Source: an optimization exercise on an open RTL-to-GDS flow (aim: small area, a short achievable clock period and few clock cycles per item). Production flows keep margins and buffers that such runs may drop.
At most, simulation tests tie the RTL to the original design; equivalence was not proved.

## rev 12
Design tally_digest, start of the top module:
module tally_digest (
    input  wire         clk,
    input  wire         rst,           
    input  wire         in_valid,
    output wire         in_ready,
    input  wire [63:0]  in_data,
    input  wire [7:0]   in_len,
    output wire         out_valid,
    input  wire         out_ready,
    output wire [127:0] out_digest
);
For scale: roughly 4500 cells after synthesis, roughly 50000 um2 of cells after synthesis.
export LEC_CHECK = 0
export CAP_MARGIN = 20
export CORE_MARGIN = 2
export CORE_UTILIZATION = 45
export CTS_CLUSTER_DIAMETER = 90
export CTS_CLUSTER_SIZE = 20
export SETUP_SLACK_MARGIN = 5
export SLEW_MARGIN = 20
export TNS_END_PERCENT = 5
create_clock -name core_clock -period 12.0 [get_ports {clk}]
standard.sh (not shown) runs the stock make flow with config.mk's settings and CLKGATE_MAP_FILE= SYNTH_SCRIPT=/design/flow/synth_recipe.tcl, a recipe that flattens the netlist after the stock synthesis.
==> flow/flow/run.sh <==
#!/bin/bash
# Standard layout; timing repair aims at a larger setup margin, and the
# port buffers are the smallest buffer (repair resizes them as needed).
# If detailed routing fails (a pin without access point, say), the layout
# is made again from scratch with one site of padding beside each cell.
set -uo pipefail
ARGS=(SETUP_SLACK_MARGIN=8 "BUFFER_PORTS_ARGS=-buffer_cell sky130_fd_sc_hd__buf_1")
if ! bash standard.sh "${ARGS[@]}" finish > standard.log 2>&1; then
    mv orfs orfs_failed && rm -rf orfs_failed/results orfs_failed/objects
    rm -f out/final.def
    bash standard.sh "${ARGS[@]}" CELL_PAD_IN_SITES_DETAIL_PLACEMENT=1 finish > standard_retry.log 2>&1
fi
Rev 12 | status: complete | timing, DRC, antenna: pass
Testbench counts of rev 12, summed over its fixed seeds: cycles 320,482, items 1,920.
Modified inputs, rev 13 compared to rev 12
Settings: CORE_UTILIZATION now 50, was 45.
Findings:
Rev 13 ends up with a floorplan die height that is 17 um lower than in rev 12. Re post-CTS setup-driven buffer insertion count: rev 13 and rev 12 aren't equal, and the lower value belongs to rev 13. Rev 13 against rev 12: wire length of the first global-routing pass saw little to no change, count of clock-buffer cells in the layout has decreased, global-route usage has increased, critical path required time level, sequential share of layout area closely matched the old numbers.

Starting RTL as in the previous note.
// tally_digest
module tally_digest (
    input  wire         clk,
    input  wire         rst,           
    input  wire         in_valid,
    output wire         in_ready,
    input  wire [63:0]  in_data,
    input  wire [7:0]   in_len,
    output wire         out_valid,
    input  wire         out_ready,
    output wire [127:0] out_digest
);
clock: 12.0 ns
lec_check: 0
cap_margin: 20
core_margin: 2
core_utilization: 45
cts_cluster_diameter: 100
cts_cluster_size: 24
setup_slack_margin: 5
slew_margin: 20
tns_end_percent: 5
Scripts as last shown in full above: flow/flow/run.sh
The starting point completed with no timing, DRC or antenna violations.
Testbench counts at the start, summed over its fixed seeds: cycles 320,482, items 1,920.
Edit:
- CORE_UTILIZATION: 45 -> 40
- CTS_CLUSTER_DIAMETER: 100 -> 90
- CTS_CLUSTER_SIZE: 24 -> 20
Effect: Final cell count rises by 3.0%. Setup slack is better by 0.020 ns.
Edit:
- CORE_UTILIZATION: 40 -> 55
Die area is lower by 27%.
Worst setup slack degrades by 0.10 ns.
Routed wire length is lower by 0.30%.
Sequential cell count does not change.
Cell count is lower by 6.9%.

== job 6559 ==
tally_digest, a different RTL version from the one above (not shown whole).
For scale: roughly 4600 cells after synthesis, ~1100 flip-flops, roughly 210 I/O pins.
export LEC_CHECK = 0
export CAP_MARGIN = 20
export CORE_MARGIN = 2
export CORE_UTILIZATION = 45
export SETUP_SLACK_MARGIN = 5
export SLEW_MARGIN = 20
export TNS_END_PERCENT = 5
create_clock -name core_clock -period 12.0 [get_ports {clk}]
==> flow/flow/run.sh <==
#!/bin/bash
# Standard layout, with timing repair aiming at a larger setup margin.
set -euo pipefail
bash standard.sh SETUP_SLACK_MARGIN=8 finish > standard.log 2>&1
Changes in job 5988 relative to job 6559:
==> flow/flow/run.sh <==
#!/bin/bash
# Standard layout; timing repair aims at a larger setup margin, and the
# port buffers are the smallest buffer (repair resizes them as needed).
set -euo pipefail
bash standard.sh SETUP_SLACK_MARGIN=8 "BUFFER_PORTS_ARGS=-buffer_cell sky130_fd_sc_hd__buf_1" finish > standard.log 2>&1
### Flow results
In the summary table, job 5988 is marked failed, with error DRT-1231 raised in 5_2_route.
Per the comparison of job 5988 with job 6559, first-pass GRT wire length now smaller; number of setup buffers added after CTS saw a decrease; compound-gate portion of the synthesized area flat.
Global-route track usage on met3 in job 5988 vs job 6559: up 1.2 points
Function was not checked in any run of this note: the RTL went through the layout flow alone.

Setup of run 1:
tally_digest with an RTL version that a note above also has.
For scale: roughly 4500 cells after synthesis, about 1100 flip-flops, ~210 I/O pins, roughly 50000 µm² of cells after synthesis.
Settings: LEC_CHECK=0, CAP_MARGIN=20, CORE_MARGIN=2, CORE_UTILIZATION=55, CTS_CLUSTER_DIAMETER=100, CTS_CLUSTER_SIZE=24, SETUP_SLACK_MARGIN=5, SLEW_MARGIN=20, TNS_END_PERCENT=5; clock period 12.0 ns.
==> flow/flow/run.sh <==
#!/bin/bash
# Standard layout; timing repair aims at a larger setup margin, and the
# port buffers are the smallest buffer (repair resizes them as needed).
# If detailed routing fails (a pin without access point, say), the layout
# is made again from scratch with one site of padding beside each cell.
set -uo pipefail
ARGS=(SETUP_SLACK_MARGIN=8 "BUFFER_PORTS_ARGS=-buffer_cell sky130_fd_sc_hd__buf_1")
if ! bash standard.sh "${ARGS[@]}" finish > standard.log 2>&1; then
    mv orfs orfs_failed && rm -rf orfs_failed/results orfs_failed/objects
    rm -f out/final.def
    bash standard.sh "${ARGS[@]}" CELL_PAD_IN_SITES_DETAIL_PLACEMENT=1 finish > standard_retry.log 2>&1
fi
Run 1 completed; timing, DRC and antenna clean
Testbench counts of run 1, summed over its fixed seeds: cycles 320,482, items 1,920.
> inputs changed (run 1 -> run 2)
# run 1
export LEC_CHECK = 0
export CAP_MARGIN = 20
export CORE_MARGIN = 2
export CORE_UTILIZATION = 55
export CTS_CLUSTER_DIAMETER = 100
export CTS_CLUSTER_SIZE = 24
export SETUP_SLACK_MARGIN = 5
export SLEW_MARGIN = 20
export TNS_END_PERCENT = 5
create_clock -name core_clock -period 12.0 [get_ports {clk}]
# run 2
export LEC_CHECK = 0
export CAP_MARGIN = 20
export CORE_MARGIN = 2
export CORE_UTILIZATION = 45
export CTS_CLUSTER_DIAMETER = 90
export CTS_CLUSTER_SIZE = 20
export GPL_ROUTABILITY_DRIVEN = 0
export SETUP_SLACK_MARGIN = 5
export SLEW_MARGIN = 20
export TNS_END_PERCENT = 5
create_clock -name core_clock -period 12.0 [get_ports {clk}]
- Run 2: full flow OK, the timing, DRC and antenna checks passed
- Comparing run 2 and run 1, the higher antenna diode instance count was measured on run 2.
- Across both runs, routed length per instance was lower for run 2 than for run 1.
- Run 2 vs run 1 on fraction of standard cell area in multi-input logic: run 2 is the lower one.
- Going from run 1 to run 2, logic depth of the worst path, buffers included went down; sequential cell area was more or less identical.
- [compare] base=run 1 new=run 2: core utilization went down, starting utilization of the core area has decreased.
- On count of vias placed by the detailed router, run 1 beats run 2.
## Diff of input files: run 3 against run 2
# run 2
export LEC_CHECK = 0
export CAP_MARGIN = 20
export CORE_MARGIN = 2
export CORE_UTILIZATION = 45
export CTS_CLUSTER_DIAMETER = 90
export CTS_CLUSTER_SIZE = 20
export GPL_ROUTABILITY_DRIVEN = 0
export SETUP_SLACK_MARGIN = 5
export SLEW_MARGIN = 20
export TNS_END_PERCENT = 5
create_clock -name core_clock -period 12.0 [get_ports {clk}]
# run 3
export LEC_CHECK = 0
export CAP_MARGIN = 20
export CORE_MARGIN = 2
export CORE_UTILIZATION = 45
export SETUP_SLACK_MARGIN = 5
export SLEW_MARGIN = 20
export TNS_END_PERCENT = 5
create_clock -name core_clock -period 12.0 [get_ports {clk}]
Results
Looking at sequential share of layout area, run 3 sits below run 2.
Delta (run 3 minus run 2): first-pass GRT wire length now larger; slew at the pin with the worst max-slew slack comparable.
What run 4 does differently from run 3 at the input level:
==> flow/flow/run.sh <==
#!/bin/bash
# Standard layout; timing repair aims at a larger setup margin, and the
# port buffers are the smallest buffer (repair resizes them as needed).
set -euo pipefail
bash standard.sh SETUP_SLACK_MARGIN=8 "BUFFER_PORTS_ARGS=-buffer_cell sky130_fd_sc_hd__buf_1" finish > standard.log 2>&1
Findings:
Run 4: flow completed, timing, DRC and antenna clean. As far as total of endpoints with negative setup slack in the final report goes, run 3 and run 4 are indistinguishable; the numbers are identical. Summary of run 4 over run 3: core area essentially unchanged; count of flip-flops with a built-in enable after synthesis essentially unchanged. Max-capacitance violation count: run 4 vs run 3 — no meaningful difference. Reported for run 3 and run 4, non-clock buffer count turned out identical to the last digit. There was hardly any difference in clock skew between run 3 and run 4. XOR/XNOR share of the synthesized area delta (run 3 -> run 4): insignificant. From run 4 to run 3, die area did not move at all.

port drivers added, routing unchanged:
The results above use ideal ports. As a check the final layouts listed here were re-extracted and re-timed, cells and wires unchanged. Step 1, drivers: a clkbuf_16 drives clk and a buf_2 each remaining input, both assumed. Step 2, shift: input delay + t, output delay - t, t = (earliest + latest rising clock arrival at the registers) / 2. This alone moves slack from input paths to output paths. a / b / c = ideal ports / drivers / drivers and shift; a / b = the first two.
run | shift t [ns] | setup WS [ns] | worst setup path after step 2
rev 12 | 0.722 | 7.432 / 7.432 / 7.432 | register to register
rev 13 | 0.738 | 7.402 / 7.402 / 7.294 | input to register
the first run of note 2 | 0.746 | 7.432 / 7.432 / 7.410 | input to register
the second run of note 2 | 0.724 | 7.453 / 7.453 / 7.364 | input to register
the third run of note 2 | 0.743 | 7.351 / 7.351 / 7.318 | input to register
job 6559 | 0.786 | 7.227 / 7.227 / 6.740 | input to register
run 1 | 0.757 | 7.334 / 7.334 / 7.265 | input to register
run 2 | 0.731 | 7.408 / 7.408 / 7.408 | register to register
run 3 | 0.775 | 7.450 / 7.450 / 7.444 | input to register
run 4 | 0.775 | 7.450 / 7.450 / 7.444 | input to register
After both steps setup and hold are still met in every run listed. The setup slack of job 6559, which loses most, moves by 0.000 ns with the drivers and by -0.487 ns with both steps.
